What follows belongs to an exercise in optimizing a design on an open flow for small area and a short achievable clock period; a production flow would make more cautious choices.
The RTL was checked by simulation tests, not by an equivalence proof against the original design.
No run shown here takes its clock network from TritonCTS; it comes from the design's own scripts or RTL.
The flow treats the clock pin as an ideal source. Dropping or thinning the clock tree relies on that and would not hold on a real chip.
Power is estimated from default activity; no workload was simulated.

==> design/flow/design.v <==
module rank_select (
    input  wire        clk,
    input  wire        rst,
    input  wire        step,       
    input  wire [19:0] n,          
    input  wire [14:0] vld,        
    input  wire [6:0]  hw1,        
    input  wire [7:0]  xsel,       
    input  wire [3:0]  sel,
    output reg  [19:0] q,          
    output reg  [19:0] x           
);
    localparam N = 15;
    function automatic le20(input [19:0] a, input [19:0] b);
        reg c, u, v;
        integer i;
        begin
            c = 1'b1;
            for (i = 0; i < 20; i = i + 1) begin
                u = (i == 19) ? ~b[i] : b[i];
                v = (i == 19) ? a[i] : ~a[i];
                c = (u & v) | (u & c) | (v & c);
            end
            le20 = c;
        end
    endfunction
    function automatic [1:0] fa(input a, input b, input c);
        fa = {(a & b) | (a & c) | (b & c), a ^ b ^ c};
    endfunction
    function automatic [3:0] count14(input [13:0] m);
        reg [1:0] f0, f1, f2, f3, f4, g0, g1, g2, g3, h0, h1, h2, h3, h4;
        begin
            f0 = fa(m[0],  m[1],  m[2]);
            f1 = fa(m[3],  m[4],  m[5]);
            f2 = fa(m[6],  m[7],  m[8]);
            f3 = fa(m[9],  m[10], m[11]);
            f4 = fa(m[12], m[13], 1'b0);
            g0 = fa(f0[0], f1[0], f2[0]);
            g1 = fa(f3[0], f4[0], 1'b0);
            g2 = fa(f0[1], f1[1], f2[1]);
            g3 = fa(f3[1], f4[1], 1'b0);
            h0 = fa(g0[0], g1[0], 1'b0);
            h1 = fa(g0[1], g1[1], g2[0]);
            h2 = fa(h1[0], g3[0], h0[1]);
            h3 = fa(g2[1], g3[1], h1[1]);
            h4 = fa(h3[0], h2[1], 1'b0);
            count14 = {h3[1] | h4[1], h4[0], h2[0], h0[0]};
        end
    endfunction
    function automatic [3:0] adj4(input [3:0] r, input up, input [3:0] d);
        reg g3, g2, g1, g0, e3, e2, e1, dn, inc, dec;
        reg [3:0] t;
        begin
            g3 = r[3] & ~d[3];  e3 = ~(r[3] ^ d[3]);
            g2 = r[2] & ~d[2];  e2 = ~(r[2] ^ d[2]);
            g1 = r[1] & ~d[1];  e1 = ~(r[1] ^ d[1]);
            g0 = r[0] & ~d[0];
            dn = g3 | e3 & (g2 | e2 & (g1 | e1 & g0));
            inc = up & ~dn;
            dec = dn & ~up;
            t[0] = inc | dec;
            t[1] = inc & r[0] | dec & ~r[0];
            t[2] = inc & r[0] & r[1] | dec & ~r[0] & ~r[1];
            t[3] = inc & r[0] & r[1] & r[2] | dec & ~r[0] & ~r[1] & ~r[2];
            adj4 = r ^ t;
        end
    endfunction
    reg  [19:0] win [0:N-1];
    reg  [3:0]  rb  [1:N-1];
    reg  [13:0] c0;      
    reg  [3:0]  rdel;
    integer k;
    wire [6:0] hwt;
    genvar g;
    generate
        for (g = 0; g < 7; g = g + 1) begin : g_hwt
            assign hwt[g] = |hw1[6:g];
        end
    endgenerate
    wire [13:0] m;
    generate
        for (g = 0; g < 14; g = g + 1) begin : g_cmp
            wire le = vld[g] ? le20(win[g], n) : ~n[19];
            assign m[g] = le & hwt[g / 2];
        end
    endgenerate
    wire [3:0] r [0:N-1];
    assign r[0] = count14(c0);
    generate
        for (g = 1; g < N; g = g + 1) begin : g_r
            assign r[g] = adj4(rb[g], ~c0[g-1], rdel);
        end
    endgenerate
    reg [3:0] rlv;
    always @* begin
        rlv = 4'd0;
        for (k = 0; k < 7; k = k + 1)
            if (hw1[k])
                rlv = rlv | r[2*k+2];
    end
    always @(posedge clk) begin
        if (step) begin
            win[0] <= n;
            for (k = 1; k < N; k = k + 1)
                win[k] <= win[k-1];
        end
        if (rst) begin
            c0   <= 14'd0;
            rdel <= 4'd15;
            for (k = 1; k < N; k = k + 1)
                rb[k] <= k[3:0] - 4'd1;
        end else if (step) begin
            c0   <= m;
            rdel <= rlv;
            for (k = 1; k < N; k = k + 1)
                rb[k] <= r[k-1];
        end
    end
    reg [N-1:0] hit;
    always @* begin
        for (k = 1; k < N; k = k + 1)
            hit[k] = hwt[(k+1)/2 - 1] && r[k] == sel;
        hit[0] = ~|hit[N-1:1];
        q = 20'd0;
        for (k = 0; k < N; k = k + 1)
            if (hit[k] && vld[k])
                q = q | win[k];
        x = 20'd0;
        for (k = 0; k < 8; k = k + 1)
            if (xsel[k])
                x = x | win[k+1];
    end
endmodule
module rank_filter (
    input  wire        clk,
    input  wire        rst,         
    input  wire        in_valid,
    input  wire [19:0] in_i,
    input  wire [19:0] in_q,
    input  wire [2:0]  rank_hw,     
    input  wire [3:0]  rank_sel,    
    input  wire [1:0]  rank_mode,   
    input  wire [19:0] imp_th,      
    output reg         out_valid,
    output reg  [19:0] out_i,
    output reg  [19:0] out_q,
    output reg         out_imp,
    output reg  [15:0] imp_cnt
);
    reg [3:0]  sel;
    reg [1:0]  mode;
    reg [19:0] th;
    reg [6:0]  hw1;
    integer j;
    always @(posedge clk) begin
        for (j = 0; j < 7; j = j + 1)
            hw1[j] <= (rank_hw == j + 1);
        sel  <= rank_sel;
        mode <= rank_mode;
        th   <= imp_th;
    end
    reg        pend, rst1;
    reg [19:0] n_i, n_q;
    always @(posedge clk) begin
        pend <= in_valid & ~rst;
        rst1 <= rst;
        n_i  <= in_i;
        n_q  <= in_q;
    end
    reg  [3:0]  fill;
    wire [14:0] vld;
    genvar g;
    generate
        for (g = 0; g < 15; g = g + 1) begin : g_vld
            assign vld[g] = (fill > g);
        end
    endgenerate
    reg big_enough;
    always @* begin
        big_enough = 1'b0;
        for (j = 0; j < 7; j = j + 1)
            if (hw1[j] && fill > j)
                big_enough = 1'b1;
    end
    reg        rdy;
    always @(posedge clk) begin
        if (rst1)
            fill <= 4'd0;
        else if (pend && fill != 4'd15)
            fill <= {fill[3] ^ (fill[2] & fill[1] & fill[0]), fill[2] ^ (fill[1] & fill[0]),
                     fill[1] ^ fill[0], ~fill[0]};
        rdy <= pend & big_enough & ~rst;
    end
    wire [19:0] q_i, q_q, x_i, x_q;
    rank_select u_sel_i (.clk(clk), .rst(rst1), .step(pend), .n(n_i), .vld(vld),
                         .hw1(hw1), .xsel(xsel), .sel(sel), .q(q_i), .x(x_i));
    rank_select u_sel_q (.clk(clk), .rst(rst1), .step(pend), .n(n_q), .vld(vld),
                         .hw1(hw1), .xsel(xsel), .sel(sel), .q(q_q), .x(x_q));
    reg        v2;
    reg [7:0]  xsel;
    reg [19:0] q2_i, q2_q;
    always @(posedge clk) begin
        v2   <= rdy & ~rst;
        xsel <= pend ? {hw1, 1'b0} : {1'b0, hw1};
        q2_i <= q_i;
        q2_q <= q_q;
    end
    wire [19:0] x2_i = x_i, x2_q = x_q;
    function automatic nonneg3(input [21:0] a, input [21:0] b, input [21:0] c);
        reg [21:0] s, k;
        reg        cy, u;
        integer    i;
        begin
            for (i = 0; i < 22; i = i + 1) begin
                s[i] = a[i] ^ b[i] ^ c[i];
                k[i] = (a[i] & b[i]) | (a[i] & c[i]) | (b[i] & c[i]);
            end
            cy = 1'b1;
            for (i = 0; i < 21; i = i + 1) begin
                u  = (i == 0) ? 1'b0 : k[i-1];
                cy = (s[i] & u) | (s[i] & cy) | (u & cy);
            end
            nonneg3 = ~(s[21] ^ k[20] ^ cy);
        end
    endfunction
    function automatic big(input [19:0] x, input [19:0] q, input [19:0] t);
        reg [21:0] xs, qs, nt;
        begin
            xs  = {{2{x[19]}}, x};
            qs  = {{2{q[19]}}, q};
            nt  = ~{2'b00, t};
            big = nonneg3(xs, ~qs, nt) | nonneg3(qs, ~xs, nt);
        end
    endfunction
    wire flag  = big(x2_i, q2_i, th) | big(x2_q, q2_q, th);
    wire use_q = (mode == 2'd1) || (mode == 2'd2 && flag);
    reg cnt1;    
    always @(posedge clk) begin
        out_valid <= v2 & ~rst;
        out_imp   <= flag;
        cnt1      <= v2 & flag & ~rst;
        out_i     <= use_q ? q2_i : x2_i;
        out_q     <= use_q ? q2_q : x2_q;
    end
    always @(posedge clk) begin
        if (rst)
            imp_cnt <= 16'd0;
        else if (cnt1 && imp_cnt != 16'hFFFF)
            imp_cnt <= imp_cnt + 16'd1;
    end
endmodule
==> design/flow/flow/run.sh <==
#!/bin/bash
# Own layout flow: the standard ORFS flow, except that
# - timing repair aims at a shorter period than the clock's (the design
#   meets the clock period by a wide margin, so the standard repair steps
#   would do nothing); the constraints are the design's, only the repair
#   target (flow/margin.txt, the setup slack it aims for) differs;
# - the clock tree is built by flow/cts.tcl: four root buffers on the clock
#   port, each driving leaf buffers for compact groups of registers, which
#   gives a shorter insertion delay than the standard H-tree;
# - flow/cts.tcl also gives the input ports the smallest buffer (the port
#   buffering picks a delay cell) and moves each output port's buffer next
#   to the register that drives it.
# Each tool's full output goes to a log file of its own in this folder.
set -euo pipefail
MARGIN=$(cat flow/margin.txt)
bash standard.sh synth > synth.log 2>&1
bash standard.sh SETUP_SLACK_MARGIN=$MARGIN floorplan > floorplan.log 2>&1
bash standard.sh SETUP_SLACK_MARGIN=$MARGIN place > place.log 2>&1
openroad -no_init -exit flow/cts.tcl > cts.log 2>&1
bash standard.sh SETUP_SLACK_MARGIN=$MARGIN route > route.log 2>&1
bash standard.sh SETUP_SLACK_MARGIN=$MARGIN finish > finish.log 2>&1
==> design/flow/flow/cts.tcl <==
# Clock tree: the clock port drives four root buffers, one per quarter of
# the registers; each root drives leaf buffers, each for a compact group of
# about leaf_max registers found by recursive bisection. Then setup and hold
# repair with the propagated clock, as ORFS's CTS step does.
set R orfs/results/sky130hd/rank_filter/base
set margin [string trim [read [open flow/margin.txt]]]
set leaf_max 20
set leaf_cell sky130_fd_sc_hd__clkbuf_16
set mid_max 0
read_db $R/3_place.odb
read_liberty $::env(FLOW_HOME)/platforms/sky130hd/lib/sky130_fd_sc_hd__tt_025C_1v80.lib
read_sdc $R/3_place.sdc
source $::env(FLOW_HOME)/platforms/sky130hd/setRC.tcl
set_dont_use {sky130_fd_sc_hd__probe_p_8 sky130_fd_sc_hd__probec_p_8 sky130_fd_sc_hd__lpflow_*}

set block [ord::get_db_block]
set db [ord::get_db]

# The input ports' buffers: the smallest buffer rather than the delay cell
# the port buffering picked (repair below upsizes any that need it).
foreach bt [$block getBTerms] {
  if {[$bt getIoType] ne "INPUT" || [$bt getName] eq "clk"} { continue }
  foreach it [[$bt getNet] getITerms] {
    set inst [$it getInst]
    if {[[$inst getMaster] getName] ne "sky130_fd_sc_hd__buf_1"} {
      replace_cell [$inst getName] sky130_fd_sc_hd__buf_1
    }
  }
}
set clknet [$block findNet clk]
set mroot [$db findMaster sky130_fd_sc_hd__clkbuf_16]
set mleaf [$db findMaster $leaf_cell]

# sinks: {iterm x y}
set sinks {}
foreach it [$clknet getITerms] {
  set bb [[$it getInst] getBBox]
  lappend sinks [list $it [expr {([$bb xMin] + [$bb xMax]) / 2}] [expr {([$bb yMin] + [$bb yMax]) / 2}]]
}
puts "clock sinks: [llength $sinks]"

proc bisect {pts} {
  set xs [lmap p $pts {lindex $p 1}]
  set ys [lmap p $pts {lindex $p 2}]
  set dx [expr {[tcl::mathfunc::max {*}$xs] - [tcl::mathfunc::min {*}$xs]}]
  set dy [expr {[tcl::mathfunc::max {*}$ys] - [tcl::mathfunc::min {*}$ys]}]
  set k [expr {$dx >= $dy ? 1 : 2}]
  set s [lsort -integer -index $k $pts]
  set h [expr {[llength $s] / 2}]
  return [list [lrange $s 0 [expr {$h - 1}]] [lrange $s $h end]]
}
proc split_k {pts k} {
  # k groups of near-equal size, by recursive proportional bisection
  if {$k <= 1} { return [list $pts] }
  set xs [lmap p $pts {lindex $p 1}]
  set ys [lmap p $pts {lindex $p 2}]
  set dx [expr {[tcl::mathfunc::max {*}$xs] - [tcl::mathfunc::min {*}$xs]}]
  set dy [expr {[tcl::mathfunc::max {*}$ys] - [tcl::mathfunc::min {*}$ys]}]
  set i [expr {$dx >= $dy ? 1 : 2}]
  set s [lsort -integer -index $i $pts]
  set k1 [expr {$k / 2}]
  set n1 [expr {round(double([llength $s]) * $k1 / $k)}]
  return [concat [split_k [lrange $s 0 [expr {$n1 - 1}]] $k1] [split_k [lrange $s $n1 end] [expr {$k - $k1}]]]
}
proc groups {pts maxn} {
  return [split_k $pts [expr {int(ceil(double([llength $pts]) / $maxn))}]]
}
proc centroid {pts} {
  set sx 0; set sy 0
  foreach p $pts { set sx [expr {$sx + [lindex $p 1]}]; set sy [expr {$sy + [lindex $p 2]}] }
  set n [llength $pts]
  return [list [expr {$sx / $n}] [expr {$sy / $n}]]
}
proc place_at {inst xy} {
  set m [$inst getMaster]
  set x [expr {[lindex $xy 0] - [$m getWidth] / 2}]
  set y [expr {[lindex $xy 1] - [$m getHeight] / 2}]
  $inst setLocation $x $y
  $inst setPlacementStatus PLACED
}

# one buffer for each group of pts (points {iterm-or-inst x y}), driving
# the group; returns the buffers as points
set nbuf 0
proc drive {groups master prefix isterm} {
  global block nbuf
  set out {}
  foreach grp $groups {
    set b [odb::dbInst_create $block $master "${prefix}_$nbuf"]
    set n [odb::dbNet_create $block "${prefix}_net_$nbuf"]
    $n setSigType CLOCK
    [$b findITerm X] connect $n
    foreach p $grp {
      set o [lindex $p 0]
      if {$isterm} { set it $o } else { set it [$o findITerm A] }
      $it disconnect
      $it connect $n
    }
    set c [centroid $grp]
    place_at $b $c
    lappend out [list $b {*}$c]
    incr nbuf
  }
  return $out
}
# buffers' inputs start out on the clock net, so that disconnect works
proc on_clk {pts} {
  global clknet
  foreach p $pts { [[lindex $p 0] findITerm A] connect $clknet }
}

set leaves [drive [groups $sinks $leaf_max] $mleaf cts_leaf 1]
on_clk $leaves
set top $leaves
if {$mid_max > 0} {
  set top [drive [groups $leaves $mid_max] $mroot cts_mid 0]
  on_clk $top
}
set quarters {}
foreach h [bisect $top] { lappend quarters {*}[bisect $h] }
set roots [drive $quarters $mroot cts_root 0]
on_clk $roots
puts "clock tree: [llength $roots] roots, [llength $top] below them, [llength $leaves] leaves"
$clknet setSigType CLOCK

# Each output port's buffer goes next to the register that drives it, so
# that the register's output wire is short and the buffer drives the long
# wire to the pin.
foreach bt [$block getBTerms] {
  if {[$bt getIoType] ne "OUTPUT"} { continue }
  set buf ""
  foreach it [[$bt getNet] getITerms] { if {[$it isOutputSignal]} { set buf [$it getInst] } }
  if {$buf eq ""} { continue }
  set drv ""
  foreach it [[[$buf findITerm A] getNet] getITerms] { if {[$it isOutputSignal]} { set drv [$it getInst] } }
  if {$drv eq ""} { continue }
  set loc [$drv getLocation]
  $buf setLocation [expr {[lindex $loc 0] + [[$drv getMaster] getWidth]}] [lindex $loc 1]
}

detailed_placement
set_propagated_clock [all_clocks]
estimate_parasitics -placement
report_clock_latency
set mx 0
foreach p [get_pins -hierarchical */CLK] { set s [get_property $p slew_max]; if {$s > $mx} {set mx $s} }
puts "largest register clock pin slew $mx"

# setup and hold repair, as ORFS's CTS step runs it, aimed at the margin
repair_timing -setup_margin $margin -hold_margin 0 -repair_tns 100 -verbose
detailed_placement
check_placement -verbose
estimate_parasitics -placement
report_worst_slack -max
report_worst_slack -min

write_db $R/4_1_cts.odb
file copy -force $R/4_1_cts.odb $R/4_cts.odb
write_sdc $R/4_cts.sdc
==> design/flow/flow/margin.txt <==
11.9
==> design/flow/standard.sh <==
#!/bin/bash
# synth_recipe.tcl (not shown) runs the flow's synth.tcl, then flattens the netlist and writes it again
# the make line also repeats each setting of config.mk as NAME=value (left out here)
make -C /OpenROAD-flow-scripts/flow DESIGN_CONFIG=/design/flow/config.mk WORK_HOME=/design/flow/orfs CLKGATE_MAP_FILE= SYNTH_SCRIPT=/design/flow/synth_recipe.tcl "${@:-finish}"
==> design/flow/config.mk <==
export PLATFORM = sky130hd
export DESIGN_NAME = rank_filter
export DESIGN_NICKNAME = rank_filter
export VERILOG_FILES = /design/flow/design.v
export SDC_FILE = /design/flow/constraint.sdc
export NUM_CORES = 8
export LEC_CHECK = 0
export CAP_MARGIN = 20
export CORE_MARGIN = 2
export CORE_UTILIZATION = 45
export PLACE_DENSITY = 0.6
export SLEW_MARGIN = 20
==> design/flow/constraint.sdc <==
create_clock -name core_clock -period 16.0 [get_ports {clk}]
set_input_delay 3.2000 -clock core_clock [delete_from_list [all_inputs] [get_ports {clk}]]
set_output_delay 3.2000 -clock core_clock [all_outputs]
set_load 0.01 [all_outputs]
==> impl_metrics.yaml, run 1 <==
logic_synthesis:
  ys_seq_area_share_pct: 47.1
  synth_ff_type: "edfxtp_1"
  async_flop_share_pct: 0
  yosysUniqueCellTypes: 71
  syn_avg_cell_area_um2: 10.4
  synthCells: 5035
  synth_edf_count: 600
  yosysWarnings: 4
  synth_nets: 5364
  ys_seq_elements: 936
  synthesis.area_um2: 52500
status:
  status: "no timing/DRC/antenna violations"
timing:
  layout_min_cycle_time_ns: 4.38
  period_share_pct: 27.4
  max_freq_mhz: 228
  setup_violations: 0
  tns_ns: 0
  rsz0062_at_grt: "yes"
  final_hold_viol_count: 0
  slew_violations: 0
  fin_worst_skew_ns: 0.0678
  setup_ws_ns: 11.62
  slew_headroom_pct: 28.6
  tightest_slew_ns: 1.07
hold_path:
  whs_endpoint: "v2$_DFF_P_"
  hold_start: "rdy$_DFF_P_"
  hold_depth: 1
  worst_hold_path_type: "flop to flop"
die:
  die-height_um: 346
  core_area_um2: 116000
  start_util_pct: 45.3
  ioPinCount: 130
  num_rows: 125
  die_width_um: 346
  die-area_um2: 119000
final_layout:
  multi_input_area_um2: 27000
  seq_area_um2: 24900
  nets: 5496
  area_growth_syn_to_layout_pct: 14.0
  drive_above_1_share_pct: 13.7
  diodes: 0
  nFillCells: 10400
pwr:
  ir_drop_uv: 103
  p_per_area_nw_per_um2: 89.9
  comb_power_share_pct: 21.5
  clkPwrFrac_pct: 25.1
  power_mw: 5.38
  power.switching_mw: 1.64
  intPower_mw: 3.74
  p_seq_share_pct: 53.4
  p_leak_nw: 22.2
  p_sw_share_pct: 30.5
global_routing:
  grt_pass1_wl_mm: 287
  grtUsageTotal_pct: 31.6
  antenna_found_initial: 9
  grt_remaining_overflow: 0
  grt_max_degree: 85
  grt_pass1_vias: 41700
run:
  max_cap_violations: 0
route:
  first_pass_iters: 9
  wl_mm: 201
  vias: 45200
  first_iter_violations: 7717
  post-route-drc-count: 0
  drt.antenna.violating_nets: 0
  viasPerCell: 6.76
  wire_per_inst_um: 30.1
worst_setup_path:
  rr_worst_depth: 15
  critPathKind: "flop to flop"
  crit_path_start_kind: "flop"
  rrSetupSlack_ns: 11.62
  r2r-end: "out_i[0]$_DFF_P_"
  max_stage_delay_ns: 0.48
  crit_path_top_delay_cell: "fa_2"
  crit_top_cell: "mux2i_1"
  worstSetupEndpointType: "flop"
  cp_max_fo: 6
  arrival_ns: 4.65
  path_cells: "clkbuf_16 -> a22oi_1 -> and4_4 -> fa_2 -> a222oi_1 -> nand2_1 -> a311o_1 -> and3_4 -> a311oi_2 -> nand4_1 -> o31ai_4 -> buf_6 -> buf_12 -> mux2i_1 -> mux2i_1"
  worstPathRequired_ns: 16.27
  r2r-start: "xsel[0]$_SDFF_PP0_"
placed_design:
  port_buffers: 129
  gp_congestion: 0.974
  dp_hpwl_mm: 129
  pre_cts_slack_ns: 10.65
cts:
  insertion_delay_ns: 0.49
  clk_pin_slew_ns: 0.10
==> stage by stage <==
stage	utilization, %	hold slack [ns]	cell area [µm²]	instances
after floorplan	-	0.403	52700	5035
after global placement	47.6	0.426	55300	6452
after detailed placement	47.6	0.447	55300	6452
after global routing	51.6	0.472	59900	6689
final	51.6	0.453	59900	6689
==> critical path: cells and delay by family (launching register included) <==
| kind | cells | cell delay, ns |
|---|---|---|
| AOI/OAI and AO/OA | 5 | 1.52 |
| adders and majority gates | 1 | 0.48 |
| buffers and inverters | 3 | 0.55 |
| and+or+nand+nor | 4 | 0.79 |
| DFF | 1 | 0.46 |
| muxes | 2 | 0.37 |
==> layout by cell type (no fill, tap or decap), types with 28 or more instances in the layout <==
cell type  instances
a21o_1            48
mux2i_1          155
o22ai_1           80
nand3_1          131
buf_4            160
maj3_1           108
nor2b_1           46
a211oi_1          48
o21ai_1           28
clkbuf_16         74
nand2b_1         117
buf_6             81
nand4_1           32
a21oi_1          160
xnor2_1           99
xor2_1           108
ha_1             145
fa_1              81
a22oi_1          350
a22o_1            52
dfxtp_1          263
nor2_1           315
a221oi_1          47
edfxtp_1         600
buf_12            28
buf_1             71
a211o_1           46
o21ai_0          280
a31oi_1           30
nor3_1            37
inv_1            289
dfxtp_2           64
a222oi_1         114
nand2_1          274
==> per-layer routing <==
metal / vias to the layer above / routed length, µm / GRT usage (%)
met5: - / 229 / 0.960
met4: 18 / 11000 / 14.0
met3: 619 / 26000 / 8.21
met2: 3285 / 84600 / 46.2
met1: 22100 / 79700 / 44.0
li1: 19200 / - / -
==> logic make-up (layout without fill, tap and decap cells) <==
family	Yosys count	count (layout)	share of synthesized area, %
AO/OA/AOI/OAI	1553	1553	20.8
XOR/XNOR	236	236	3.94
adder cells (fa/ha/maj)	366	366	9.60
buffers and inverters	617	745	4.48
flip-flops	936	936	47.1
multiplexers	170	170	3.25
AND/OR/NAND/NOR	1157	1159	10.8
==> registers in the layout, indices dropped and copies added (netlist names), 7 cells and up <==
register	count
xsel	8
n_i	20
hw1	7
u_sel_i.win	300
out_i	20
q2_q	20
q2_i	20
out_q	20
imp_cnt	16
u_sel_q.c0	14
th	20
u_sel_q.win	300
n_q	20
u_sel_i.rb	56
u_sel_i.c0	14
u_sel_q.rb	56
==> power by group through the flow <==
| stage | clock network (mW) | registers, mW | logic (mW) |
|---|---|---|---|
| detailed placement | 0 | 2.92 | 0.932 |
| global placement | 0 | 2.92 | 0.921 |
| global route | 1.45 | 2.88 | 1.23 |
| floorplan | 0 | 2.86 | 0.630 |
| finish | 1.35 | 2.87 | 1.16 |
==> Yosys cell counts (14+ instances only) <==
cell / count / area [µm²]
edfxtp_1: 600 / 18000
a22oi_1: 358 / 2690
dfxtp_1: 336 / 6730
nor2_1: 321 / 1200
o21ai_0: 311 / 1560
inv_1: 300 / 1130
nand2_1: 283 / 1060
clkbuf_1: 257 / 965
a21oi_1: 177 / 886
mux2i_1: 166 / 1660
ha_1: 159 / 1990
nand3_1: 143 / 716
xor2_1: 119 / 1040
nand2b_1: 118 / 738
xnor2_1: 117 / 1020
a222oi_1: 114 / 1140
maj3_1: 108 / 1080
fa_1: 98 / 1960
o22ai_1: 83 / 519
a221oi_1: 56 / 490
a211oi_1: 52 / 390
a22o_1: 52 / 455
nor3_1: 52 / 260
a211o_1: 50 / 438
a21o_1: 48 / 360
nor2b_1: 46 / 288
and4_1: 38 / 333
a31oi_1: 32 / 200
nand4_1: 32 / 200
nor4_1: 28 / 175
o21bai_1: 27 / 203
buf_1: 24 / 90.1
o211ai_1: 24 / 180
o31ai_1: 24 / 180
a2bb2oi_1: 22 / 193
o21a_1: 20 / 150
and3_1: 19 / 119
o2111ai_1: 19 / 166
a41oi_1: 18 / 158
o221ai_1: 18 / 158
clkinv_1: 16 / 60.1
nor3b_1: 16 / 120
buf_2: 14 / 70.1
nand3b_1: 14 / 105
==> area by class of cell <==
| cell class | count | area share (%) |
|---|---|---|
| multi-input combinational | 3484 | 45.0 |
| timing repair buffer | 377 | 6.09 |
| inverter | 317 | 2.04 |
| buffer | 51 | 2.13 |
| sequential | 936 | 41.5 |
| tap | 1524 | 3.19 |
==> worst max path at each step <==
stage | from | endpoint | slack, ns
after floorplan | pend$_DFF_P_ | u_sel_i.rdel[0]$_SDFFE_PP1P_ | 9.42
after global placement | xsel[7]$_SDFF_PN0_ | out_i[18]$_DFF_P_ | 10.72
after detailed placement | xsel[7]$_SDFF_PN0_ | out_i[18]$_DFF_P_ | 10.65
after global routing | xsel[0]$_SDFF_PP0_ | out_i[4]$_DFF_P_ | 11.55
final | xsel[0]$_SDFF_PP0_ | out_i[0]$_DFF_P_ | 11.62
==> run 2, diff against run 1 <==
--- a/design/flow/design.v
+++ b/design/flow/design.v
@@ -117,12 +117,8 @@
         end
     end
-    reg [N-1:0] hit;
     always @* begin
-        for (k = 1; k < N; k = k + 1)
-            hit[k] = hwt[(k+1)/2 - 1] && r[k] == sel;
-        hit[0] = ~|hit[N-1:1];
         q = 20'd0;
         for (k = 0; k < N; k = k + 1)
-            if (hit[k] && vld[k])
+            if ((k == 0 || hwt[(k+1)/2 - 1]) && r[k] == sel && vld[k])
                 q = q | win[k];
         x = 20'd0;
==> impl_metrics.yaml, run 2 <==
worst_setup_path:
  path_cells: "buf_8"
  crit_family: "flip-flops"
  max_stage_delay_ns: 0.34
  cp_max_fo: 1
  crit_path_start_kind: "flop"
  critPathKind: "flop to output pin"
  worstSetupEndpointType: "output pin"
  arrival_ns: 0.93
  crit_path_top_delay_cell: "dfxtp_2"
  worst-path-buf-inv: 1
  worstPathRequired_ns: 12.80
final_layout:
  nets: 5407
  top_regs: "u_sel_i.win: 300 flops, u_sel_q.win: 300 flops"
  nFillCells: 10500
  area_growth_syn_to_layout_pct: 10.0
  final_cell_mix: "edfxtp_1 (600), nor2_1 (358), inv_1 (314), a22oi_1 (302), o21ai_0 (295)"
  drive_above_1_share_pct: 9.95
  final_common_cell: "edfxtp_1"
logic_synthesis:
  synthCells: 5047
  synthesis.area_um2: 52600
  synth_ff_type: "edfxtp_1"
  ys_seq_area_share_pct: 47.0
  synth_edf_count: 600
  synth_nets: 5376
  yosysUniqueCellTypes: 81
  synthTopCellsByArea: "edfxtp_1 (34%), dfxtp_1 (13%), a22oi_1 (4.4%), ha_1 (3.8%), fa_1 (3.7%)"
  synth_top_area_share_pct: 34.2
  synth_largest_area_cell: "edfxtp_1"
  synth.most_common_cell: "edfxtp_1"
  ys_seq_elements: 936
  yosysWarnings: 5
  async_flop_share_pct: 0
  netlist_top_cells_count: "edfxtp_1 (600), nor2_1 (360), dfxtp_1 (336)"
  syn_avg_cell_area_um2: 10.4
die:
  die_width_um: 346
  ioPinCount: 130
  die-area_um2: 120000
  die-height_um: 346
  num_rows: 125
  start_util_pct: 45.4
  core_area_um2: 116000
route:
  first_iter_violations: 6262
  viasPerCell: 6.55
  drt.antenna.violating_nets: 0
  wl_mm: 190
  vias: 43200
  wire_per_inst_um: 28.7
  first_pass_iters: 6
  post-route-drc-count: 0
cts:
  clk_pin_slew_ns: 0.08
  insertion_delay_ns: 0.48
global_routing:
  antenna_found_initial: 5
  grt_pass1_vias: 40600
  grt_remaining_overflow: 0
  grtUsageTotal_pct: 29.9
  grt_max_degree: 179
  grt_pass1_wl_mm: 275
timing:
  fin_worst_skew_ns: 0.0461
  final_hold_viol_count: 0
  tightest_slew_ns: 1.19
  slew_headroom_pct: 20.8
  layout_min_cycle_time_ns: 4.13
  slew_violations: 0
  tns_ns: 0
  max_freq_mhz: 242
  setup_violations: 0
  setup_ws_ns: 11.87
  rsz0062_at_grt: "yes"
  period_share_pct: 25.8
hold_path:
  worst_hold_path_type: "flop to flop"
placed_design:
  pre_cts_slack_ns: 10.79
  gp_congestion: 0.955
  port_buffers: 129
  dp_hpwl_mm: 129
pwr:
  ir_drop_uv: 79.1
  p_leak_nw: 21.3
  p_per_area_nw_per_um2: 88.5
run:
  max_cap_violations: 0
status:
  status: "no timing/DRC/antenna violations"
-- run 2: cell families (layout without fill, tap and decap cells) --
family | count (synthesis) | count (layout) | share of synthesized area (%)
DFF | 936 | 936 | 47.0
xor gates and xnor gates | 247 | 247 | 4.11
adders and majority gates | 311 | 311 | 8.55
and+or+nand+nor | 1165 | 1165 | 11.0
buffers and inverters | 636 | 665 | 4.63
other | 0 | 1 | 0
AOI/OAI and AO/OA | 1579 | 1579 | 21.4
muxes | 173 | 173 | 3.31
-- run 2: layout make-up --
| class | instances | area, µm² | area share [%] |
|---|---|---|---|
| inverter | 335 | 1270 | 2.20 |
| timing repair buffer | 279 | 2430 | 4.20 |
| multi-input combinational | 3475 | 26100 | 45.1 |
| sequential | 936 | 24900 | 43.0 |
| antenna | 1 | 2.50 | 0.00432 |
| tap | 1524 | 1910 | 3.29 |
| buffer | 51 | 1280 | 2.20 |
-- run 2: power breakdown --
part	switching (mW)	internal (mW)	total, mW	leakage (nW)
clock	0.783	0.566	1.35	0.628
combinational	0.563	0.375	0.938	12.3
sequential	0.155	2.68	2.84	8.42
total	1.50	3.62	5.12	21.3
-- run 2: final timing paths --
path	start	to	slack [ns]	depth (start not counted)
worst max-delay path	out_i[19]$_DFF_P_	out_i[19]	11.87	1
worst min-delay path	rdy$_DFF_P_	v2$_DFF_P_	0.44	1
worst max register to register	u_sel_i.c0[4]$_SDFFE_PP0P_	q2_i[12]$_DFF_P_	11.95	15
worst min register to register	rdy$_DFF_P_	v2$_DFF_P_	0.44	1
-- run 2: routing by layer --
metal,up-vias,GRT usage [%],share of wire [%]
met5,-,0,0.014
met1,21200,40.1,40
li1,19100,-,-
met3,423,6.13,9.9
met2,2448,47.6,45
met4,4,11.5,4.5
-- run 2: through the flow --
step	total power [mW]	area (µm²)	instances	hold slack [ns]	util, %
2_1_floorplan	3.41	52900	5047	0.403	-
3_3_place_gp	3.73	55500	6471	0.422	47.8
3_5_place_dp	3.74	55500	6471	0.425	47.8
5_1_grt	5.31	57900	6600	0.462	49.9
6_report	5.12	57900	6601	0.439	49.9
==> run 3, diff against run 2 <==
==> design/flow/flow/margin.txt (replaced) <==
11.85
==> impl_metrics.yaml, run 3 <==
status:
  status: "no timing/DRC/antenna violations"
final_layout:
  final_cell_mix: "edfxtp_1 (600), nor2_1 (357), inv_1 (315), a22oi_1 (301), o21ai_0 (295)"
  seq_area_um2: 24900
  nets: 5413
  area_growth_syn_to_layout_pct: 9.95
  final_common_cell: "edfxtp_1"
  drive_above_1_share_pct: 9.72
  multi_input_area_um2: 26100
  top_regs: "u_sel_i.win: 300 flops, u_sel_q.win: 300 flops"
  nFillCells: 10500
hold_path:
  hold_start: "rdy$_DFF_P_"
  hold_depth: 1
  worst_hold_path_type: "flop to flop"
  whs_endpoint: "v2$_DFF_P_"
global_routing:
  antenna_found_initial: 3
  grt_pass1_vias: 40500
  grt_remaining_overflow: 0
  grtUsageTotal_pct: 29.9
  grt_max_degree: 179
  grt_pass1_wl_mm: 274
worst_setup_path:
  worst-path-buf-inv: 1
  cp_max_fo: 1
  rrSetupSlack_ns: 11.90
  crit_path_top_delay_cell: "dfxtp_1"
  arrival_ns: 0.95
  r2r-start: "u_sel_i.c0[1]$_SDFFE_PP0P_"
  crit_path_start_kind: "flop"
  crit_family: "flip-flops"
  worstPathRequired_ns: 12.80
  worstSetupEndpointType: "output pin"
  r2r-end: "q2_i[8]$_DFF_P_"
  path_cells: "buf_4"
  critPathKind: "flop to output pin"
  max_stage_delay_ns: 0.33
  rr_worst_depth: 18
route:
  wl_mm: 193
  post-route-drc-count: 0
  viasPerCell: 6.56
  drt.antenna.violating_nets: 0
  vias: 43400
  wire_per_inst_um: 29.2
  first_pass_iters: 7
  first_iter_violations: 6291
timing:
  slew_headroom_pct: 24.2
  tightest_slew_ns: 1.14
  tns_ns: 0
  slew_violations: 0
  period_share_pct: 26.0
  setup_violations: 0
  max_freq_mhz: 241
  layout_min_cycle_time_ns: 4.15
  rsz0062_at_grt: "yes"
  final_hold_viol_count: 0
  fin_worst_skew_ns: 0.0448
logic_synthesis:
  synth_top_area_share_pct: 34.2
  yosysUniqueCellTypes: 81
  yosysWarnings: 5
  synthCells: 5047
  netlist_top_cells_count: "edfxtp_1 (600), nor2_1 (360), dfxtp_1 (336)"
  syn_avg_cell_area_um2: 10.4
  async_flop_share_pct: 0
  synth_edf_count: 600
  synth.most_common_cell: "edfxtp_1"
  synth_ff_type: "edfxtp_1"
  synth_largest_area_cell: "edfxtp_1"
  ys_seq_elements: 936
  ys_seq_area_share_pct: 47.0
  synthTopCellsByArea: "edfxtp_1 (34%), dfxtp_1 (13%), a22oi_1 (4.4%), ha_1 (3.8%), fa_1 (3.7%)"
  synthesis.area_um2: 52600
  synth_nets: 5376
cts:
  insertion_delay_ns: 0.47
  clk_pin_slew_ns: 0.09
die:
  num_rows: 125
  die-area_um2: 120000
  die_width_um: 346
  die-height_um: 346
  ioPinCount: 130
  start_util_pct: 45.4
  core_area_um2: 116000
pwr:
  power_mw: 5.13
  p_per_area_nw_per_um2: 88.6
  ir_drop_uv: 79.0
  p_leak_nw: 21.3
placed_design:
  gp_congestion: 0.955
  dp_hpwl_mm: 129
  port_buffers: 129
run:
  max_cap_violations: 0
==> run 3: cell counts after synthesis <==
No cell type changed its count.
==> run 3: routing by layer <==
layer	track usage [%]	part of all wire (%)
met5	0	0.045
met2	47.5	45
met4	11.5	4.5
met1	40.1	41
met3	6.09	9.8
==> run 3: kinds of logic (layout without fill, tap and decap cells) <==
family / count (synthesis) / after routing / synth area share [%]
multiplexers: 173 / 173 / 3.31
adder cells (fa/ha/maj): 311 / 311 / 8.55
other: 0 / 1 / 0
flip-flops: 936 / 936 / 47.0
XOR/XNOR: 247 / 247 / 4.11
buffers and inverters: 636 / 671 / 4.63
AO/OA/AOI/OAI: 1579 / 1579 / 21.4
AND/OR/NAND/NOR: 1165 / 1165 / 11.0
==> run 3: cell type report <==
class                   instances  area share [%]
inverters                     335            2.20
repair buffers                285            4.21
plain buffers                  51            2.20
flip-flops and latches        936            42.9
well taps                    1524            3.29
multi-input cells            3475            45.1
diodes                          1         0.00432
==> run 3: report_power, final <==
group          internal (mW)  switching, mW  total (mW)
Sequential              2.68          0.154        2.83
Clock                  0.566          0.784        1.35
Combinational          0.375          0.570       0.945
==> run 3: how the worst max path moves through the flow <==
stage,from,endpoint,slack [ns],cells past startpoint
3_3_place_gp,xsel[2]$_DFF_P_,out_q[1]$_DFF_P_,10.92,15
3_5_place_dp,xsel[2]$_DFF_P_,out_q[15]$_DFF_P_,10.79,15
2_1_floorplan,pend$_DFF_P_,u_sel_q.c0[0]$_SDFFE_PP0P_,9.81,5
6_report,out_q[9]$_DFF_P_,out_q[9],11.85,1
5_1_grt,xsel[1]$_DFF_P_,out_i[9]$_DFF_P_,11.78,16
==> run 3: through the flow <==
step	instance area [µm²]	hold WS, ns	setup slack [ns]	std cells	utilization, %
floorplan	52900	0.403	9.81	5047	-
global placement	55500	0.422	10.92	6471	47.8
detailed placement	55500	0.425	10.79	6471	47.8
global route	57900	0.462	11.78	6606	49.9
finish	57900	0.439	11.85	6607	49.9
==> run 4, diff against run 3 <==
--- a/design/flow/flow/cts.tcl
+++ b/design/flow/flow/cts.tcl
@@ -6,5 +6,6 @@
 set margin [string trim [read [open flow/margin.txt]]]
 set leaf_max 20
-set leaf_cell sky130_fd_sc_hd__clkbuf_16
+set leaf_cell sky130_fd_sc_hd__buf_12
+set root_cell sky130_fd_sc_hd__buf_16
 set mid_max 0
 read_db $R/3_place.odb
@@ -29,5 +30,5 @@
 }
 set clknet [$block findNet clk]
-set mroot [$db findMaster sky130_fd_sc_hd__clkbuf_16]
+set mroot [$db findMaster $root_cell]
 set mleaf [$db findMaster $leaf_cell]
 
@@ -66,9 +67,10 @@
   return [split_k $pts [expr {int(ceil(double([llength $pts]) / $maxn))}]]
 }
+# centre of the bounding box of pts
 proc centroid {pts} {
-  set sx 0; set sy 0
-  foreach p $pts { set sx [expr {$sx + [lindex $p 1]}]; set sy [expr {$sy + [lindex $p 2]}] }
-  set n [llength $pts]
-  return [list [expr {$sx / $n}] [expr {$sy / $n}]]
+  set xs [lmap p $pts {lindex $p 1}]
+  set ys [lmap p $pts {lindex $p 2}]
+  return [list [expr {([tcl::mathfunc::max {*}$xs] + [tcl::mathfunc::min {*}$xs]) / 2}] \
+               [expr {([tcl::mathfunc::max {*}$ys] + [tcl::mathfunc::min {*}$ys]) / 2}]]
 }
 proc place_at {inst xy} {
==> design/flow/flow/margin.txt (replaced) <==
11.9
==> impl_metrics.yaml, run 4 <==
status:
  status: "no timing/DRC/antenna violations"
timing:
  setup_ws_ns: 11.92
  tightest_slew_ns: 1.14
  layout_min_cycle_time_ns: 4.09
  slew_headroom_pct: 23.8
  tns_ns: 0
  max_freq_mhz: 245
  slew_violations: 0
  fin_worst_skew_ns: 0.0459
  setup_violations: 0
  rsz0062_at_grt: "yes"
  period_share_pct: 25.5
  final_hold_viol_count: 0
logic_synthesis:
  async_flop_share_pct: 0
  synth_top_area_share_pct: 34.2
  synth_mux_area_share_pct: 3.31
  synthCells: 5047
  synth_edf_count: 600
  synth_fa_ha_area_share_pct: 8.55
  synth.most_common_cell: "edfxtp_1"
  netlist_top_cells_count: "edfxtp_1 (600), nor2_1 (360), dfxtp_1 (336)"
  synthesis.area_um2: 52600
  synth_top_family_by_area: "compound AO/OA/AOI/OAI gates"
  synth_ff_type: "edfxtp_1"
  synth_nets: 5376
  ys_seq_elements: 936
  synth_largest_area_cell: "edfxtp_1"
  synthTopCellsByArea: "edfxtp_1 (34%), dfxtp_1 (13%), a22oi_1 (4.4%), ha_1 (3.8%), fa_1 (3.7%)"
  synth-xor-area-share_pct: 4.11
  yosys.area_share.simple_pct: 11.0
  yosysWarnings: 5
  synth-compound-area-share_pct: 21.4
  syn_avg_cell_area_um2: 10.4
  yosysUniqueCellTypes: 81
  ys_seq_area_share_pct: 47.0
global_routing:
  grt_pass1_vias: 40500
  antenna_found_initial: 0
  grt_pass1_wl_mm: 274
  grtUsageTotal_pct: 29.9
  grt_remaining_overflow: 0
  grt_max_degree: 179
worst_setup_path:
  cp_max_fo: 1
  critPathKind: "flop to output pin"
  worst-path-buf-inv: 1
  worstPathRequired_ns: 12.80
  worstSetupEndpointType: "output pin"
  crit_path_top_delay_cell: "dfxtp_2"
  path_cells: "buf_6"
  crit_path_start_kind: "flop"
  max_stage_delay_ns: 0.33
  crit_family: "flip-flops"
  arrival_ns: 0.88
pwr:
  ir_drop_uv: 87.3
  power_mw: 5.08
  p_per_area_nw_per_um2: 87.9
  p_leak_nw: 21.3
route:
  drt.antenna.violating_nets: 0
  first_pass_iters: 8
  wl_mm: 193
  vias: 43600
  wire_per_inst_um: 29.1
  viasPerCell: 6.59
  first_iter_violations: 6415
  post-route-drc-count: 0
die:
  start_util_pct: 45.4
  die-height_um: 346
  die-area_um2: 120000
  ioPinCount: 130
  num_rows: 125
  core_area_um2: 116000
  die_width_um: 346
placed_design:
  pre_cts_slack_ns: 10.79
  dp.cells: 6471
  port_buffers: 129
  dp_hpwl_mm: 129
  gp_congestion: 0.955
final_layout:
  diodes: 0
  instances_no_fill: 6616
  area_growth_syn_to_layout_pct: 9.87
  drive_above_1_share_pct: 10.2
  nFillCells: 10500
  final_cell_mix: "edfxtp_1 (600), nor2_1 (357), inv_1 (314), a22oi_1 (301), o21ai_0 (295)"
  nets: 5423
  final_common_cell: "edfxtp_1"
  top_regs: "u_sel_i.win: 300 flops, u_sel_q.win: 300 flops"
cts:
  clk_pin_slew_ns: 0.09
  insertion_delay_ns: 0.43
hold_path:
  worst_hold_path_type: "flop to flop"
run:
  max_cap_violations: 0
[run 4: cell counts after synthesis]
No cell type changed its count.
[run 4: final cells by class]
class | instances | area, µm² | area share (%)
buffer | 51 | 1050 | 1.82
multi-input combinational | 3475 | 26200 | 45.3
tap | 1524 | 1910 | 3.30
inverter | 335 | 1270 | 2.20
sequential | 936 | 24900 | 43.0
timing repair buffer | 295 | 2530 | 4.37
[run 4: final timing paths]
check | start | endpoint | slack, ns | depth (start not counted)
worst max-delay path | out_q[16]$_DFF_P_ | out_q[16] | 11.92 | 1
worst min-delay path | rdy$_DFF_P_ | v2$_DFF_P_ | 0.43 | 1
worst max register to register | xsel[1]$_DFF_P_ | out_q[11]$_DFF_P_ | 11.92 | 16
worst min register to register | rdy$_DFF_P_ | v2$_DFF_P_ | 0.43 | 1
[run 4: routing by layer]
metal | part of all wire, % | track usage [%] | vias to the layer above
li1 | - | - | 19200
met1 | 40 | 39.9 | 21600
met2 | 45 | 47.5 | 2426
met3 | 9.8 | 6.19 | 440
met4 | 4.6 | 11.6 | 0
met5 | 0 | 0 | -
[run 4: logic make-up (layout without fill, tap and decap cells)]
logic type,Yosys count,count (layout)
buf+inv,636,681
flops,936,936
simple gates,1165,1165
compound gates,1579,1579
xor+xnor,247,247
fa+ha+maj,311,311
mux,173,173
[run 4: metrics by stage]
stage | cell area [µm²] | utilization, % | hold WS, ns
6_report | 57800 | 49.8 | 0.434
5_1_grt | 57800 | 49.8 | 0.465
3_5_place_dp | 55500 | 47.8 | 0.425
3_3_place_gp | 55500 | 47.8 | 0.422
2_1_floorplan | 52900 | - | 0.403
[run 4: power by group]
part           leakage [nW]  switching, mW  internal, mW  total [mW]
clock                 0.492          0.784         0.510        1.29
combinational          12.4          0.574         0.381       0.955
sequential             8.41          0.154          2.68        2.84
==> run 5, diff against run 4 <==
--- a/design/flow/flow/run.sh
+++ b/design/flow/flow/run.sh
@@ -11,8 +11,13 @@
 #   buffering picks a delay cell) and moves each output port's buffer next
 #   to the register that drives it.
+# - synthesis is the standard flow's, with flow/synth.tcl in place of synth_recipe.tcl:
+#   ORFS's ABC mapping step runs flow/abc.script (delay-oriented mapping
+#   with area recovery) instead of ORFS's speed script; the registers are
+#   the standard synthesis's.
 # Each tool's full output goes to a log file of its own in this folder.
 set -euo pipefail
 MARGIN=$(cat flow/margin.txt)
-bash standard.sh synth > synth.log 2>&1
+export OWN_ABC_SCRIPT=$PWD/flow/abc.script
+bash standard.sh SYNTH_SCRIPT=$PWD/flow/synth.tcl synth > synth.log 2>&1
 bash standard.sh SETUP_SLACK_MARGIN=$MARGIN floorplan > floorplan.log 2>&1
 bash standard.sh SETUP_SLACK_MARGIN=$MARGIN place > place.log 2>&1
==> design/flow/flow/abc.script (new file) <==
strash
&get -n
&st
&dch
&nf
&st
&syn2
&if -g -K 6
&synch2
&nf -R 1000
&put
topo
stime -c
buffer -c
upsize -c
dnsize -c
==> design/flow/flow/synth.tcl (new file) <==
# The standard flow's synthesis script (synth_recipe.tcl), except that ORFS's technology
# mapping call to ABC runs flow/abc.script in place of ORFS's speed script:
# the same mapping with area recovery. Everything else, the registers
# included, is as the standard synthesis makes it.
proc synth {args} { yosys synth -nofsm -noshare {*}$args }
proc abc {args} {
  set i [lsearch -exact $args -script]
  if {$i >= 0} { lset args [expr {$i + 1}] $::env(OWN_ABC_SCRIPT) }
  yosys abc {*}$args
}
source $::env(SCRIPTS_DIR)/synth.tcl
# left out here: clear keep_hierarchy, flatten, clean up, hide names made inside functions, write 1_2_yosys.v
==> impl_metrics.yaml, run 5 <==
global_routing:
  grtUsageTotal_pct: 28.3
  use_met1_pct: 38.6
  use_met3_pct: 5.80
  grt_remaining_overflow: 0
  antenna_found_initial: 3
  grt_max_degree: 152
  grtUsageMet2_pct: 44.5
  grt.busiest_layer: "met2"
  grt_pass1_wl_mm: 252
  grt_pass1_vias: 38600
logic_synthesis:
  ys_seq_elements: 936
  synth_nets: 5058
  synth_edf_count: 600
  yosysUniqueCellTypes: 69
  synthesis.area_um2: 50300
  synthCells: 4729
  yosysWarnings: 5
  synth_ff_type: "edfxtp_1"
  synthTopCellsByArea: "edfxtp_1 (36%), dfxtp_1 (13%), a22oi_1 (6.3%), ha_1 (4.0%), fa_1 (3.9%)"
  ys_seq_area_share_pct: 49.2
  synth.most_common_cell: "edfxtp_1"
  async_flop_share_pct: 0
  netlist_top_cells_count: "edfxtp_1 (600), a22oi_1 (424), nor2_1 (353)"
  synth_largest_area_cell: "edfxtp_1"
  synth_top_area_share_pct: 35.8
  syn_avg_cell_area_um2: 10.6
worst_setup_path:
  arrival_ns: 0.90
  rrSetupSlack_ns: 11.91
  cp_max_fo: 1
  worst-path-buf-inv: 1
  r2r-start: "u_sel_q.c0[0]$_SDFFE_PP0P_"
  critPathKind: "flop to output pin"
  crit_family: "flip-flops"
  rr_worst_depth: 16
  worstPathRequired_ns: 12.80
  r2r-end: "q2_q[17]$_DFF_P_"
  endpoint: "out_i[10]"
  path_cells: "clkbuf_4"
  worstSetupEndpointType: "output pin"
  cp.depth: 1
  crit_path_top_delay_cell: "dfxtp_1"
  crit_start: "out_i[10]$_DFF_P_"
  crit_path_start_kind: "flop"
  max_stage_delay_ns: 0.31
placed_design:
  gp_congestion: 0.943
  port_buffers: 129
  dp_hpwl_mm: 115
  pre_cts_slack_ns: 10.97
final_layout:
  diodes: 0
  final_common_cell: "edfxtp_1"
  final_core_util_pct: 50.5
  nets: 5130
  area_growth_syn_to_layout_pct: 11.1
  drive_above_1_share_pct: 11.8
  final_cell_mix: "edfxtp_1 (600), a22oi_1 (404), nor2_1 (344), a21oi_1 (281), dfxtp_1 (267)"
  top_regs: "u_sel_i.win: 300 flops, u_sel_q.win: 300 flops"
  nFillCells: 10000
pwr:
  p_sw_share_pct: 28.9
  intPower_mw: 3.53
  ir_drop_uv: 85.0
  power_mw: 4.96
  p_seq_share_pct: 56.9
  clkPwrFrac_pct: 26.0
  p_leak_nw: 20.0
  p_per_area_nw_per_um2: 88.6
  comb_power_share_pct: 17.0
  power.switching_mw: 1.43
run:
  max_cap_violations: 0
cts:
  clk_pin_slew_ns: 0.09
  insertion_delay_ns: 0.42
route:
  wire_per_inst_um: 27.8
  viasPerCell: 6.53
  first_iter_violations: 5625
  vias: 41100
  wl_mm: 175
  post-route-drc-count: 0
  drt.antenna.violating_nets: 0
  first_pass_iters: 10
timing:
  period_share_pct: 25.6
  slew_violations: 0
  slew_headroom_pct: 24.6
  fin_worst_skew_ns: 0.0356
  final_hold_viol_count: 0
  setup_ws_ns: 11.90
  setup_violations: 0
  max_freq_mhz: 244
  rsz0062_at_grt: "yes"
  tns_ns: 0
  layout_min_cycle_time_ns: 4.10
  tightest_slew_ns: 1.12
die:
  start_util_pct: 45.4
  ioPinCount: 130
  num_rows: 122
  die-area_um2: 115000
  die-height_um: 338
  core_area_um2: 111000
  die_width_um: 338
hold_path:
  hold_depth: 0
  worst_hold_path_type: "flop to flop"
  hold_start: "n_q[14]$_DFF_P_"
status:
  status: "no timing/DRC/antenna violations"
## run 5: cell count changes after synthesis, sizes merged, moves of 41 or more
cell	before	now
a21oi	142	288
a31oi	67	26
inv	330	255
nand2	264	208
o22ai	96	158
o21ai	308	185
mux2i	167	88
a22oi	310	424
## run 5: worst min path at each step
stage | end
floorplan | u_sel_i.win[0][8]$_DFFE_PP_
global placement | v2$_DFF_P_
detailed placement | u_sel_q.win[0][14]$_DFFE_PP_
global route | u_sel_i.win[0][14]$_DFFE_PP_
finish | u_sel_q.win[0][14]$_DFFE_PP_
## run 5: layout make-up
class / count / area [µm²] / share of cell area (%)
inverter: 262 / 1000 / 1.79
sequential: 936 / 24900 / 44.5
buffer: 51 / 1050 / 1.88
timing repair buffer: 302 / 2780 / 4.98
multi-input combinational: 3248 / 24300 / 43.5
tap: 1488 / 1860 / 3.33
## run 5: through the flow
| step | hold WS, ns | instances | cell area (µm²) |
|---|---|---|---|
| 3_3_place_gp | 0.417 | 6118 | 53100 |
| 3_5_place_dp | 0.428 | 6118 | 53100 |
| 5_1_grt | 0.470 | 6287 | 55900 |
| 2_1_floorplan | 0.403 | 4729 | 50500 |
| 6_report | 0.443 | 6287 | 55900 |
## run 5: cell families (layout without fill, tap and decap cells)
family | after synthesis | count (layout) | synth area share, %
flops | 936 | 936 | 49.2
xor+xnor | 251 | 251 | 4.37
compound gates | 1622 | 1625 | 22.6
simple gates | 994 | 994 | 9.45
mux | 94 | 94 | 1.88
buf+inv | 548 | 615 | 4.13
fa+ha+maj | 284 | 284 | 8.44
## run 5: metal layers
layer | part of all wire (%) | wire length (µm) | vias up
met2 | 45 | 78500 | 2231
met1 | 41 | 71000 | 20300
met5 | 0.049 | 86 | -
met3 | 10 | 17600 | 428
li1 | - | - | 18100
met4 | 4.3 | 7440 | 6
## run 5: power by group through the flow
stage                     combinational [mW]  clock [mW]  sequential (mW)
after floorplan                        0.499           0             2.84
after global placement                 0.724           0             2.89
after detailed placement               0.735           0             2.89
after global routing                   0.912        1.39             2.83
final                                  0.844        1.29             2.82
==> run 6, diff against run 5 <==
--- a/design/flow/design.v
+++ b/design/flow/design.v
@@ -6,5 +6,4 @@
     input  wire [14:0] vld,        
     input  wire [6:0]  hw1,        
-    input  wire [7:0]  xsel,       
     input  wire [3:0]  sel,
     output reg  [19:0] q,          
@@ -117,12 +116,16 @@
         end
     end
+    reg [N-1:0] hit;
     always @* begin
+        for (k = 1; k < N; k = k + 1)
+            hit[k] = hwt[(k+1)/2 - 1] && r[k] == sel;
+        hit[0] = ~|hit[N-1:1];
         q = 20'd0;
         for (k = 0; k < N; k = k + 1)
-            if ((k == 0 || hwt[(k+1)/2 - 1]) && r[k] == sel && vld[k])
+            if (hit[k] && vld[k])
                 q = q | win[k];
         x = 20'd0;
-        for (k = 0; k < 8; k = k + 1)
-            if (xsel[k])
+        for (k = 0; k < 7; k = k + 1)
+            if (hw1[k])
                 x = x | win[k+1];
     end
@@ -190,17 +193,16 @@
     wire [19:0] q_i, q_q, x_i, x_q;
     rank_select u_sel_i (.clk(clk), .rst(rst1), .step(pend), .n(n_i), .vld(vld),
-                         .hw1(hw1), .xsel(xsel), .sel(sel), .q(q_i), .x(x_i));
+                         .hw1(hw1), .sel(sel), .q(q_i), .x(x_i));
     rank_select u_sel_q (.clk(clk), .rst(rst1), .step(pend), .n(n_q), .vld(vld),
-                         .hw1(hw1), .xsel(xsel), .sel(sel), .q(q_q), .x(x_q));
+                         .hw1(hw1), .sel(sel), .q(q_q), .x(x_q));
     reg        v2;
-    reg [7:0]  xsel;
-    reg [19:0] q2_i, q2_q;
+    reg [19:0] x2_i, x2_q, q2_i, q2_q;
     always @(posedge clk) begin
         v2   <= rdy & ~rst;
-        xsel <= pend ? {hw1, 1'b0} : {1'b0, hw1};
+        x2_i <= x_i;
+        x2_q <= x_q;
         q2_i <= q_i;
         q2_q <= q_q;
     end
-    wire [19:0] x2_i = x_i, x2_q = x_q;
     function automatic nonneg3(input [21:0] a, input [21:0] b, input [21:0] c);
         reg [21:0] s, k;
==> impl_metrics.yaml, run 6 <==
status:
  status: "no timing/DRC/antenna violations"
logic_synthesis:
  synth_ff_type: "edfxtp_1"
  netlist_top_cells_count: "edfxtp_1 (600), dfxtp_1 (368), nor2_1 (277)"
  ys_seq_area_share_pct: 50.8
  async_flop_share_pct: 0
  synthCells: 4451
  yosysWarnings: 4
  yosysUniqueCellTypes: 66
  synth_nets: 4781
  ys_seq_elements: 968
  synth_largest_area_cell: "edfxtp_1"
  syn_avg_cell_area_um2: 11.2
  synthTopCellsByArea: "edfxtp_1 (36%), dfxtp_1 (15%), ha_1 (4.0%), a22oi_1 (4.0%), fa_1 (3.9%)"
  synthesis.area_um2: 49900
  synth.most_common_cell: "edfxtp_1"
  synth_edf_count: 600
  synth_top_area_share_pct: 36.1
global_routing:
  grt_remaining_overflow: 0
  grt_max_degree: 181
  grtUsageTotal_pct: 27.9
  grt_pass1_vias: 36900
  antenna_found_initial: 2
  grt_pass1_wl_mm: 242
worst_setup_path:
  arrival_ns: 0.90
  cp_max_fo: 1
  worstPathRequired_ns: 12.80
  crit_path_top_delay_cell: "dfxtp_1"
  path_cells: "clkbuf_4"
  max_stage_delay_ns: 0.31
  crit_path_start_kind: "flop"
  critPathKind: "flop to output pin"
  worst-path-buf-inv: 1
  r2r-start: "th[0]$_DFF_P_"
  crit_family: "flip-flops"
  worstSetupEndpointType: "output pin"
  crit_start: "out_i[17]$_DFF_P_"
timing:
  rsz0062_at_grt: "yes"
  layout_min_cycle_time_ns: 4.10
  final_hold_viol_count: 0
  max_freq_mhz: 244
  setup_violations: 0
  slew_headroom_pct: 27.3
  slew_violations: 0
  period_share_pct: 25.6
  tns_ns: 0
  tightest_slew_ns: 1.09
  fin_worst_skew_ns: 0.0267
final_layout:
  multi_input_area_um2: 23700
  drive_above_1_share_pct: 14.4
  nets: 4870
  top_regs: "u_sel_i.win: 300 flops, u_sel_q.win: 300 flops"
  seq_area_um2: 25500
  final_common_cell: "edfxtp_1"
  final_cell_mix: "edfxtp_1 (600), dfxtp_1 (320), nor2_1 (265), a22oi_1 (261), inv_1 (214)"
  area_growth_syn_to_layout_pct: 11.4
  final_core_util_pct: 50.4
  nFillCells: 9855
  diodes: 0
route:
  vias: 39600
  first_iter_violations: 5806
  wire_per_inst_um: 28.1
  wl_mm: 169
  drt.antenna.violating_nets: 0
  first_pass_iters: 10
  post-route-drc-count: 0
  viasPerCell: 6.56
placed_design:
  gp_congestion: 0.914
  dp_hpwl_mm: 107
  port_buffers: 129
die:
  ioPinCount: 130
  core_area_um2: 110000
  die_width_um: 337
  num_rows: 122
  die-area_um2: 114000
  start_util_pct: 45.2
  die-height_um: 337
run:
  max_cap_violations: 0
pwr:
  p_leak_nw: 20.1
  ir_drop_uv: 92.1
  p_per_area_nw_per_um2: 92.5
hold_path:
  worst_hold_path_type: "flop to flop"
  hold_start: "n_q[8]$_DFF_P_"
cts:
  insertion_delay_ns: 0.42
  clk_pin_slew_ns: 0.08
-- run 6: cell count changes in the layout (fill, tap and decap cells not counted), sizes merged, moves of 22 or more --
cell / before / now
a22o: 73 / 120
nor3: 84 / 47
and4: 41 / 1
a21oi: 288 / 203
maj3: 27 / 82
nand3: 98 / 127
a2bb2oi: 2 / 24
a22oi: 424 / 264
a221o: 12 / 55
a221oi: 91 / 136
nand2: 208 / 176
dfxtp: 336 / 368
nor2: 355 / 281
-- run 6: area by class of cell --
| type | count | share of cell area, % |
|---|---|---|
| Timing Repair Buffer | 305 | 4.56 |
| Inverter | 249 | 1.77 |
| Multi-Input combinational cell | 2961 | 42.6 |
| Tap cell | 1488 | 3.35 |
| Timing Repair inverter | 2 | 0.0180 |
| Buffer | 53 | 1.96 |
| Sequential cell | 968 | 45.8 |
-- run 6: metal layers --
layer	up-vias	GRT usage [%]	part of all wire (%)
met5	-	0	0.013
met2	2319	44.4	45
met4	2	9.00	4.4
met1	19600	39.1	40
li1	17200	-	-
met3	404	4.44	10
-- run 6: logic make-up (layout without fill, tap and decap cells) --
logic type | Yosys count | count (layout) | share of synthesized area [%]
compound gates | 1437 | 1437 | 21.2
simple gates | 850 | 852 | 8.13
fa+ha+maj | 340 | 340 | 9.76
xor+xnor | 239 | 239 | 4.19
buf+inv | 525 | 609 | 4.04
flops | 968 | 968 | 50.8
mux | 92 | 93 | 1.87
-- run 6: final timing paths --
kind | end | slack [ns] | cells after the start
worst max register to register | out_q[7]$_DFF_P_ | 11.95 | 21
worst min-delay path | u_sel_q.win[0][8]$_DFFE_PP_ | 0.44 | 0
worst min register to register | u_sel_q.win[0][8]$_DFFE_PP_ | 0.44 | 0
worst max-delay path | out_i[17] | 11.90 | 1
-- run 6: report_power, final --
| part | switching, mW | internal [mW] |
|---|---|---|
| clock network | 0.809 | 0.528 |
| registers | 0.156 | 2.78 |
| logic | 0.524 | 0.351 |
| total | 1.49 | 3.66 |
-- run 6: metrics by stage --
stage                     hold WS, ns  setup WS, ns  area, µm²  cells  power, mW
after detailed placement        0.420         11.07      52700   5851       3.75
after global routing            0.463         11.79      55600   6026       5.32
after global placement          0.418         11.17      52700   5851       3.74
final                           0.440         11.90      55600   6026       5.15
after floorplan                 0.406         10.56      50100   4451       3.45
-- run 6: worst reg2reg max path: cells and delay by family (launching register included) --
family,cells,cell delay [ns]
compound gates,8,0.79
xor+xnor,1,0.18
fa+ha+maj,3,1.13
buf+inv,3,0.42
flops,1,0.38
mux,1,0.26
simple gates,5,0.81
==> run 7, diff against run 6 <==
==> design/flow/flow/abc.script (replaced) <==
strash
&get -n
&st
&dch
&nf
&st
&syn2
&if -g -K 6
&synch2
&nf -R 1000
&st
&dch
&nf -R 1000
&put
topo
stime -c
buffer -c
upsize -c
dnsize -c
==> impl_metrics.yaml, run 7 <==
status:
  status: "no timing/DRC/antenna violations"
pwr:
  ir_drop_uv: 93.6
  p_leak_nw: 20.0
  p_per_area_nw_per_um2: 97.5
final_layout:
  multi_input_area_um2: 22800
  final_common_cell: "edfxtp_1"
  instances_no_fill: 6011
  drive_above_1_share_pct: 11.7
  top_regs: "u_sel_i.win: 300 flops, u_sel_q.win: 300 flops"
  seq_area_um2: 25500
  diodes: 0
  nets: 4929
  nFillCells: 9746
  area_growth_syn_to_layout_pct: 11.2
  final_cell_mix: "edfxtp_1 (600), dfxtp_1 (314), nor2_1 (265), nand2_1 (263), inv_1 (248)"
logic_synthesis:
  synthCells: 4504
  yosysUniqueCellTypes: 68
  synth_nets: 4834
  synth.most_common_cell: "edfxtp_1"
  ys_seq_area_share_pct: 51.5
  syn_avg_cell_area_um2: 10.9
  netlist_top_cells_count: "edfxtp_1 (600), dfxtp_1 (368), nor2_1 (284)"
  synth_top_area_share_pct: 36.6
  synth_largest_area_cell: "edfxtp_1"
  async_flop_share_pct: 0
  synth_edf_count: 600
  yosysWarnings: 4
  synthTopCellsByArea: "edfxtp_1 (37%), dfxtp_1 (15%), a222oi_1 (4.7%), ha_1 (4.1%), fa_1 (4.0%)"
  ys_seq_elements: 968
  synth_ff_type: "edfxtp_1"
  synthesis.area_um2: 49300
die:
  die-area_um2: 112000
  start_util_pct: 45.3
  die-height_um: 335
  die_width_um: 335
  ioPinCount: 130
  core_area_um2: 109000
  num_rows: 121
route:
  post-route-drc-count: 0
  vias: 39700
  drt.antenna.violating_nets: 0
  first_pass_iters: 10
  first_iter_violations: 6967
  viasPerCell: 6.61
  wire_per_inst_um: 28.6
  wl_mm: 172
timing:
  rsz0062_at_grt: "yes"
  final_hold_viol_count: 0
  setup_violations: 0
  tns_ns: 0
  fin_worst_skew_ns: 0.0452
  slew_violations: 0
  max_freq_mhz: 244
  tightest_slew_ns: 1.40
  layout_min_cycle_time_ns: 4.09
  period_share_pct: 25.6
  slew_headroom_pct: 6.42
worst_setup_path:
  critPathKind: "flop to output pin"
  arrival_ns: 0.89
  rrSetupSlack_ns: 11.92
  crit_family: "flip-flops"
  crit_path_start_kind: "flop"
  r2r-start: "u_sel_i.rdel[1]$_SDFFE_PP1P_"
  rr_worst_depth: 19
  path_cells: "buf_6"
  r2r-end: "q2_i[5]$_DFF_P_"
  worstSetupEndpointType: "output pin"
  worstPathRequired_ns: 12.80
  max_stage_delay_ns: 0.33
  worst-path-buf-inv: 1
  crit_path_top_delay_cell: "dfxtp_2"
  cp_max_fo: 1
global_routing:
  grtUsageTotal_pct: 28.6
  grt_pass1_vias: 37300
  grt_max_degree: 176
  antenna_found_initial: 4
  grt_pass1_wl_mm: 246
  grt_remaining_overflow: 0
cts:
  clk_pin_slew_ns: 0.08
  insertion_delay_ns: 0.43
placed_design:
  gp_congestion: 0.918
  dp.cells: 5838
  dp_hpwl_mm: 110
  port_buffers: 129
hold_path:
  whs_endpoint: "u_sel_q.win[0][14]$_DFFE_PP_"
  worst_hold_path_type: "flop to flop"
  hold_start: "n_q[14]$_DFF_P_"
  hold_depth: 0
run:
  max_cap_violations: 0
-- run 7: cell types whose count changed after synthesis, moves of 29 or more --
| cell | previous run | this run |
|---|---|---|
| a221oi_1 | 131 | 68 |
| nand2_1 | 176 | 265 |
| mux2i_1 | 91 | 46 |
| o22ai_1 | 145 | 199 |
| o21ai_1 | 51 | 12 |
| maj3_2 | 69 | 1 |
| a22o_1 | 120 | 13 |
| a211oi_1 | 9 | 38 |
| nor3_1 | 47 | 81 |
| a221o_1 | 55 | 7 |
| a21o_1 | 33 | 80 |
| a21oi_1 | 203 | 252 |
| inv_1 | 224 | 256 |
| a222oi_1 | 77 | 230 |
-- run 7: metal layers --
| metal | track usage [%] | up-vias | part of all wire, % |
|---|---|---|---|
| met5 | 0 | - | 0 |
| met4 | 8.55 | 0 | 4.0 |
| met3 | 5.67 | 403 | 12 |
| met2 | 45.3 | 2414 | 44 |
| met1 | 39.7 | 19400 | 40 |
| li1 | - | 17500 | - |
-- run 7: worst max-delay path by stage --
| stage | startpoint | to | cells after the start |
|---|---|---|---|
| 6_report | out_q[17]$_DFF_P_ | out_q[17] | 1 |
| 3_3_place_gp | th[0]$_DFF_P_ | out_q[18]$_DFF_P_ | 19 |
| 2_1_floorplan | pend$_DFF_P_ | u_sel_q.rb[11][1]$_SDFFE_PP1P_ | 6 |
| 5_1_grt | u_sel_i.rdel[1]$_SDFFE_PP1P_ | q2_i[5]$_DFF_P_ | 22 |
| 3_5_place_dp | th[0]$_DFF_P_ | out_q[16]$_DFF_P_ | 19 |
-- run 7: layout make-up --
class                      instances  share of cell area, %
sequential                       968                   46.5
multi-input combinational       2998                   41.7
timing repair buffer             296                   4.60
tap                             1414                   3.23
buffer                            53                   1.99
inverter                         282                   1.98
-- run 7: power breakdown --
| group | leakage [nW] | internal [mW] | switching (mW) |
|---|---|---|---|
| clock network | 0.511 | 0.529 | 0.807 |
| logic | 10.8 | 0.410 | 0.616 |
| registers | 8.69 | 2.80 | 0.181 |
-- run 7: per-stage QoR --
step                util, %  setup slack, ns  power [mW]  instance area, µm²  hold slack, ns
global placement       47.7            11.00        3.93               51900           0.423
floorplan                 -            10.68        3.59               49500           0.403
global route           50.4            11.76        5.54               54800           0.454
detailed placement     47.7            10.90        3.94               51900           0.427
finish                 50.4            11.91        5.34               54800           0.445
-- run 7: kinds of logic after synthesis --
| logic type | count (synthesis) | share of synthesized area (%) |
|---|---|---|
| AO/OA/AOI/OAI | 1465 | 21.5 |
| XOR/XNOR | 219 | 3.89 |
| adder cells (fa/ha/maj) | 287 | 8.63 |
| buffers and inverters | 545 | 4.23 |
| flip-flops | 968 | 51.5 |
| multiplexers | 52 | 1.09 |
| AND/OR/NAND/NOR | 968 | 9.17 |

## static timing again, ports no longer ideal
In the flow no input, the clock included, has a driving cell. The finished layouts below were timed again as built, in two steps. Step 1 sets driving cells, clkbuf_16 on the clock port and buf_2 on the other inputs (assumed; they add their load-dependent delay and slew). Step 2 moves the port delays by t, midway between the first and last clock arrival at a register: inputs arrive t later, outputs are due t later. That takes back most of the time a late clock gives input paths. a / b / c = ideal ports / drivers / drivers and shift; a / b = the first two.
run	t (ns)	setup slack, ns	cell pins on the clock port's net
run 1	0.626	11.618 / 11.618 / 11.618	4
run 2	0.618	11.873 / 11.709 / 11.604	4
run 3	0.619	11.847 / 11.678 / 11.599	4
run 4	0.587	11.915 / 11.733 / 11.584	4
run 5	0.583	11.900 / 11.721 / 11.855	4
run 6	0.589	11.903 / 11.725 / 11.915	4
run 7	0.594	11.906 / 11.725 / 11.922	4
After both steps setup and hold are still met in every run listed. For run 4, which loses most, drivers alone change the setup slack by -0.182 ns; drivers and shift together by -0.331 ns.
